From an optimization exercise on the open Yosys and OpenROAD flow, aimed at small area, a short achievable clock period and few clock cycles; shortcuts taken in it are not production practice.
Where RTL was checked, it was by simulation tests only, not by an equivalence proof against the original.

==> inputs of run X <==
## cle_xu
module cle_xu (
    input  wire        clk,
    input  wire        rst,           
    input  wire        in_valid,
    output reg         in_ready,
    input  wire [5:0]  in_op,
    input  wire [2:0]  in_sub,
    input  wire [4:0]  in_qs,         
    input  wire [31:0] in_a,
    input  wire [31:0] in_b,
    input  wire [31:0] in_c,
    output reg         out_valid,
    output reg  [31:0] out_result,
    output reg  [3:0]  out_flags,     
    output reg         out_pred
);
    localparam OP_ADD   = 6'h01, OP_SUB  = 6'h02, OP_MUL   = 6'h03, OP_MAC  = 6'h04,
               OP_MSU   = 6'h05, OP_ACCR = 6'h06, OP_ACCW  = 6'h07, OP_MIN  = 6'h08,
               OP_MAX   = 6'h09, OP_ABS  = 6'h0A, OP_NEG   = 6'h0B, OP_SHV  = 6'h0C,
               OP_AND   = 6'h0D, OP_OR   = 6'h0E, OP_XOR   = 6'h0F, OP_CMP  = 6'h10,
               OP_CLAMP = 6'h12, OP_RATE = 6'h13, OP_DIV   = 6'h14, OP_MOV  = 6'h17;
    localparam [3:0] DIV_ITERS = 4'd8;    
    genvar g;
    reg        v0;
    reg [5:0]  op0;
    reg [2:0]  sub0;
    reg [4:0]  qs0;
    reg [31:0] a0, b0, c0;
    wire accept = in_valid & in_ready;
    reg  rst_q;               
    always @(posedge clk) begin
        rst_q <= rst;
        op0  <= in_op;
        sub0 <= in_sub;
        qs0  <= in_qs;
        a0   <= in_a;
        b0   <= in_b;
        c0   <= in_c;
        v0   <= accept & ~rst;
    end
    wire o_add  = op0 == OP_ADD,  o_sub  = op0 == OP_SUB,  o_mul  = op0 == OP_MUL;
  ...
Settings: LEC_CHECK=0, ABC_AREA=1, CAP_MARGIN=30, CORE_MARGIN=2, CORE_UTILIZATION=50, SLEW_MARGIN=30; clock period 32.0 ns.
standard.sh (not shown) runs the stock make flow with config.mk's settings and CLKGATE_MAP_FILE= SYNTH_SCRIPT=/design/flow/synth_recipe.tcl, a recipe that flattens the netlist after the stock synthesis.
==> flow/flow/run.sh <==
#!/bin/bash
set -uo pipefail
export SETUP_SLACK_MARGIN=25
export BUFFER_PORTS_ARGS="-buffer_cell sky130_fd_sc_hd__buf_2"
bash standard.sh > standard_flow.log 2>&1
==> run M (differences from run X) <==
--- a/flow/design.v
+++ b/flow/design.v
@@ -39,18 +39,19 @@
         v0   <= accept & ~rst;
     end
     wire o_add  = op0 == OP_ADD,  o_sub  = op0 == OP_SUB,  o_mul  = op0 == OP_MUL;
     wire o_mac  = op0 == OP_MAC,  o_msu  = op0 == OP_MSU,  o_accr = op0 == OP_ACCR;
     wire o_accw = op0 == OP_ACCW, o_abs  = op0 == OP_ABS,  o_neg  = op0 == OP_NEG;
     wire o_shv  = op0 == OP_SHV,  o_cmp  = op0 == OP_CMP,  o_clmp = op0 == OP_CLAMP;
     wire o_rate = op0 == OP_RATE, o_div  = op0 == OP_DIV,  o_mov  = op0 == OP_MOV;
     wire mulop = o_mul | o_mac | o_msu;
-    wire [63:0] pp_s, pp_c;
+    wire [63:0] pp_s, pp_c, prod;
     cle_xu_booth u_mul (.a(a0), .b(b0), .s(pp_s), .c(pp_c));
+    cle_xu_add #(64) u_cpa (.a(pp_s), .b(pp_c), .cin(1'b0), .s(prod), .cout());
     wire        negA  = o_neg | ((o_abs | o_div) & a0[31]);
     wire [32:0] ax    = {a0[31], a0};
     wire [32:0] bx    = {b0[31], b0};
     wire [32:0] cx33  = {c0[31], c0};
     wire [32:0] rl33  = b0[31] ? 33'd0 : {1'b0, b0};           
     wire [32:0] add_x = negA ? 33'd0 : o_rate ? cx33 : ax;
     wire [32:0] add_y = o_add ? bx : o_sub ? ~bx : negA ? ~ax : o_rate ? rl33 : 33'd0;
     wire [32:0] add_s;
@@ -171,46 +172,43 @@
             dv_top <= dv_eq;
         end else if (dv_busy) begin
             dv_cnt <= dv_cnt - 4'd1;
             dv_r   <= st2[32:2];
             dv_q   <= {dv_q[27:0], st1[1:0], st2[1:0]};
         end
     end
     reg        v1;
-    reg [63:0] s1, c1;
+    reg [63:0] s1;
     reg [4:0]  qs1;
     reg [5:0]  k1;
     reg        shen1, issub1, useacc1, wracc1, clr1, accr1, sat_en1;
     reg [1:0]  idx1;
     reg        satf1, pred1, div0f1;
     reg        dvc1;          
     always @(posedge clk) begin
         v1      <= ((v0 & ~dv_load) | dv_done) & ~rst;
         dvc1    <= dv_done;
         s1      <= dv_done ? {dv_y, 31'd0} :
-                   mulop   ? pp_s : {x_small, 31'd0};
-        c1      <= (mulop & ~dv_done) ? pp_c : 64'd0;
+                   mulop   ? prod : {x_small, 31'd0};
         qs1     <= qs0;
         k1      <= dv_done ? 6'd31 : k_a;
         shen1   <= ~dv_done & (o_mac | o_msu | o_accw);
         issub1  <= ~dv_done & o_msu;
         useacc1 <= ~dv_done & (o_mac | o_msu | o_accr);
         wracc1  <= ~dv_done & (o_mac | o_msu | o_accw);
         clr1    <= ~dv_done & o_accr & sub0[2];
         accr1   <= ~dv_done & o_accr;
         sat_en1 <= dv_done | ~(o_mac | o_msu | o_accw);
         idx1    <= sub0[1:0];
         satf1   <= ~dv_done & (o_clmp | o_rate) & sub0[0] & (gt_hi | lt_lo);
         pred1   <= ~dv_done & o_cmp & cmp_res;
         div0f1  <= ~dv_done & o_div & dz;
     end
-    wire [63:0] p1;
-    cle_xu_add #(64) u_cpa (.a(s1), .b({c1[63:31], c1[30] | (dvc1 & dv_c), c1[29:0]}),
-                            .cin(1'b0), .s(p1), .cout());
+    wire [63:0] p1 = {s1[63:31], s1[30] | (dvc1 & dv_c), s1[29:0]};
     wire [4:0]  sh5    = shen1 ? {~qs1[4], qs1[3:0]} : 5'd16;
     wire        psg    = p1[63];
     wire [64:0] ws0;
     wire [66:0] ws1;
     wire [70:0] ws2;
     wire [78:0] ws3;
     wire [89:15] w;
     generate
==> flow/flow/run.sh (replaced) <==
#!/bin/bash
set -uo pipefail
export SETUP_SLACK_MARGIN=24.4
export BUFFER_PORTS_ARGS="-buffer_cell sky130_fd_sc_hd__buf_2"
bash standard.sh > standard_flow.log 2>&1
==> run K (differences from run X) <==
--- a/flow/design.v
+++ b/flow/design.v
@@ -39,18 +39,19 @@
         v0   <= accept & ~rst;
     end
     wire o_add  = op0 == OP_ADD,  o_sub  = op0 == OP_SUB,  o_mul  = op0 == OP_MUL;
     wire o_mac  = op0 == OP_MAC,  o_msu  = op0 == OP_MSU,  o_accr = op0 == OP_ACCR;
     wire o_accw = op0 == OP_ACCW, o_abs  = op0 == OP_ABS,  o_neg  = op0 == OP_NEG;
     wire o_shv  = op0 == OP_SHV,  o_cmp  = op0 == OP_CMP,  o_clmp = op0 == OP_CLAMP;
     wire o_rate = op0 == OP_RATE, o_div  = op0 == OP_DIV,  o_mov  = op0 == OP_MOV;
     wire mulop = o_mul | o_mac | o_msu;
-    wire [63:0] pp_s, pp_c;
+    wire [63:0] pp_s, pp_c, prod;
     cle_xu_booth u_mul (.a(a0), .b(b0), .s(pp_s), .c(pp_c));
+    cle_xu_add #(64) u_cpa (.a(pp_s), .b(pp_c), .cin(1'b0), .s(prod), .cout());
     wire        negA  = o_neg | ((o_abs | o_div) & a0[31]);
     wire [32:0] ax    = {a0[31], a0};
     wire [32:0] bx    = {b0[31], b0};
     wire [32:0] cx33  = {c0[31], c0};
     wire [32:0] rl33  = b0[31] ? 33'd0 : {1'b0, b0};           
     wire [32:0] add_x = negA ? 33'd0 : o_rate ? cx33 : ax;
     wire [32:0] add_y = o_add ? bx : o_sub ? ~bx : negA ? ~ax : o_rate ? rl33 : 33'd0;
     wire [32:0] add_s;
@@ -171,46 +172,43 @@
             dv_top <= dv_eq;
         end else if (dv_busy) begin
             dv_cnt <= dv_cnt - 4'd1;
             dv_r   <= st2[32:2];
             dv_q   <= {dv_q[27:0], st1[1:0], st2[1:0]};
         end
     end
     reg        v1;
-    reg [63:0] s1, c1;
+    reg [63:0] s1;
     reg [4:0]  qs1;
     reg [5:0]  k1;
     reg        shen1, issub1, useacc1, wracc1, clr1, accr1, sat_en1;
     reg [1:0]  idx1;
     reg        satf1, pred1, div0f1;
     reg        dvc1;          
     always @(posedge clk) begin
         v1      <= ((v0 & ~dv_load) | dv_done) & ~rst;
         dvc1    <= dv_done;
         s1      <= dv_done ? {dv_y, 31'd0} :
-                   mulop   ? pp_s : {x_small, 31'd0};
-        c1      <= (mulop & ~dv_done) ? pp_c : 64'd0;
+                   mulop   ? prod : {x_small, 31'd0};
         qs1     <= qs0;
         k1      <= dv_done ? 6'd31 : k_a;
         shen1   <= ~dv_done & (o_mac | o_msu | o_accw);
         issub1  <= ~dv_done & o_msu;
         useacc1 <= ~dv_done & (o_mac | o_msu | o_accr);
         wracc1  <= ~dv_done & (o_mac | o_msu | o_accw);
         clr1    <= ~dv_done & o_accr & sub0[2];
         accr1   <= ~dv_done & o_accr;
         sat_en1 <= dv_done | ~(o_mac | o_msu | o_accw);
         idx1    <= sub0[1:0];
         satf1   <= ~dv_done & (o_clmp | o_rate) & sub0[0] & (gt_hi | lt_lo);
         pred1   <= ~dv_done & o_cmp & cmp_res;
         div0f1  <= ~dv_done & o_div & dz;
     end
-    wire [63:0] p1;
-    cle_xu_add #(64) u_cpa (.a(s1), .b({c1[63:31], c1[30] | (dvc1 & dv_c), c1[29:0]}),
-                            .cin(1'b0), .s(p1), .cout());
+    wire [63:0] p1 = {s1[63:31], s1[30] | (dvc1 & dv_c), s1[29:0]};
     wire [4:0]  sh5    = shen1 ? {~qs1[4], qs1[3:0]} : 5'd16;
     wire        psg    = p1[63];
     wire [64:0] ws0;
     wire [66:0] ws1;
     wire [70:0] ws2;
     wire [78:0] ws3;
     wire [89:15] w;
     generate
==> tab_implementation.tex <==
\begin{tabular}{lr}
\hline
Metric & Value \\
\hline
\multicolumn{2}{l}{\textbf{Floorplanning}} \\
\quad Die extent in x & 420 um \\
\multicolumn{2}{l}{\textbf{Critical path}} \\
\quad Buffers and inverters on the worst path & 9 \\
\quad Capture point of the worst reg-to-reg path & s1[54] \\
\multicolumn{2}{l}{\textbf{Cells and area}} \\
\quad Fraction of standard cell area in multi-input logic & 60.8\% \\
\quad Core utilization of the finished layout & 57.3\% \\
\multicolumn{2}{l}{\textbf{Run status}} \\
\quad Result of the run & complete, no violations \\
\hline
\end{tabular}
-- figures above: run M

==> tab_implementation.tex <==
\begin{tabular}{lr}
\hline
Metric & Value \\
\hline
\multicolumn{2}{l}{\textbf{Run status}} \\
\quad Result of the run & complete, no violations \\
\multicolumn{2}{l}{\textbf{Critical path}} \\
\quad Capture point of the worst reg-to-reg path & s1[46] \\
\quad Buffers and inverters on the worst path & 1 \\
\multicolumn{2}{l}{\textbf{Cells and area}} \\
\quad Fraction of standard cell area in multi-input logic & 60.7\% \\
\quad Number of fill cells in the layout & 15,900 \\
\quad Core utilization of the finished layout & 58.4\% \\
\multicolumn{2}{l}{\textbf{Floorplanning}} \\
\quad Die extent in x & 420 um \\
\hline
\end{tabular}
-- figures above: run K

==> tab_implementation.tex <==
\begin{tabular}{lr}
\hline
Metric & Value \\
\hline
\multicolumn{2}{l}{\textbf{Critical path}} \\
\quad Capture point of the worst reg-to-reg path & s1[31] \\
\quad Buffers and inverters on the worst path & 1 \\
\multicolumn{2}{l}{\textbf{Run status}} \\
\quad Result of the run & complete, no violations \\
\multicolumn{2}{l}{\textbf{Floorplanning}} \\
\quad Die Y & 427 um \\
\multicolumn{2}{l}{\textbf{Clock network}} \\
\quad Worst-skew pair later-pin latency & 0.81 ns \\
\multicolumn{2}{l}{\textbf{GRT}} \\
\quad Via count of the first global-routing pass & 83,000 \\
\multicolumn{2}{l}{\textbf{Cells and area}} \\
\quad Fraction of standard cell area in multi-input logic & 61.4\% \\
\quad Core utilization of the finished layout & 55.9\% \\
\hline
\end{tabular}
-- figures above: run X

Testbench counts of run X, summed over its fixed seeds: cycles 90,420.
For run M and run K, only the layout was checked, not whether the RTL still works.

==> afterwards: timing with drivers on the ports <==
No port has a modelled driver above. Below, the same layouts with a new extraction and two added sets of constraints. Step 1: set_driving_cell puts a clkbuf_16 on clk and a buf_2 on each other input, an assumption about the parent block. Step 2, shift: input delay + t, output delay - t, t = (earliest + latest rising clock arrival at the registers) / 2. This alone moves slack from input paths to output paths. Three values: ideal, step 1, step 2; two values: the first two.
run	t, ns	setup slack, ns	worst slew at a driven data input, ns
run X	0.859	24.328 / 24.234 / 24.561	0.09
run M	0.882	24.153 / 24.153 / 24.153	0.11
run K	0.857	24.307 / 24.214 / 24.474	0.07
After both steps setup and hold are still met in every run listed.
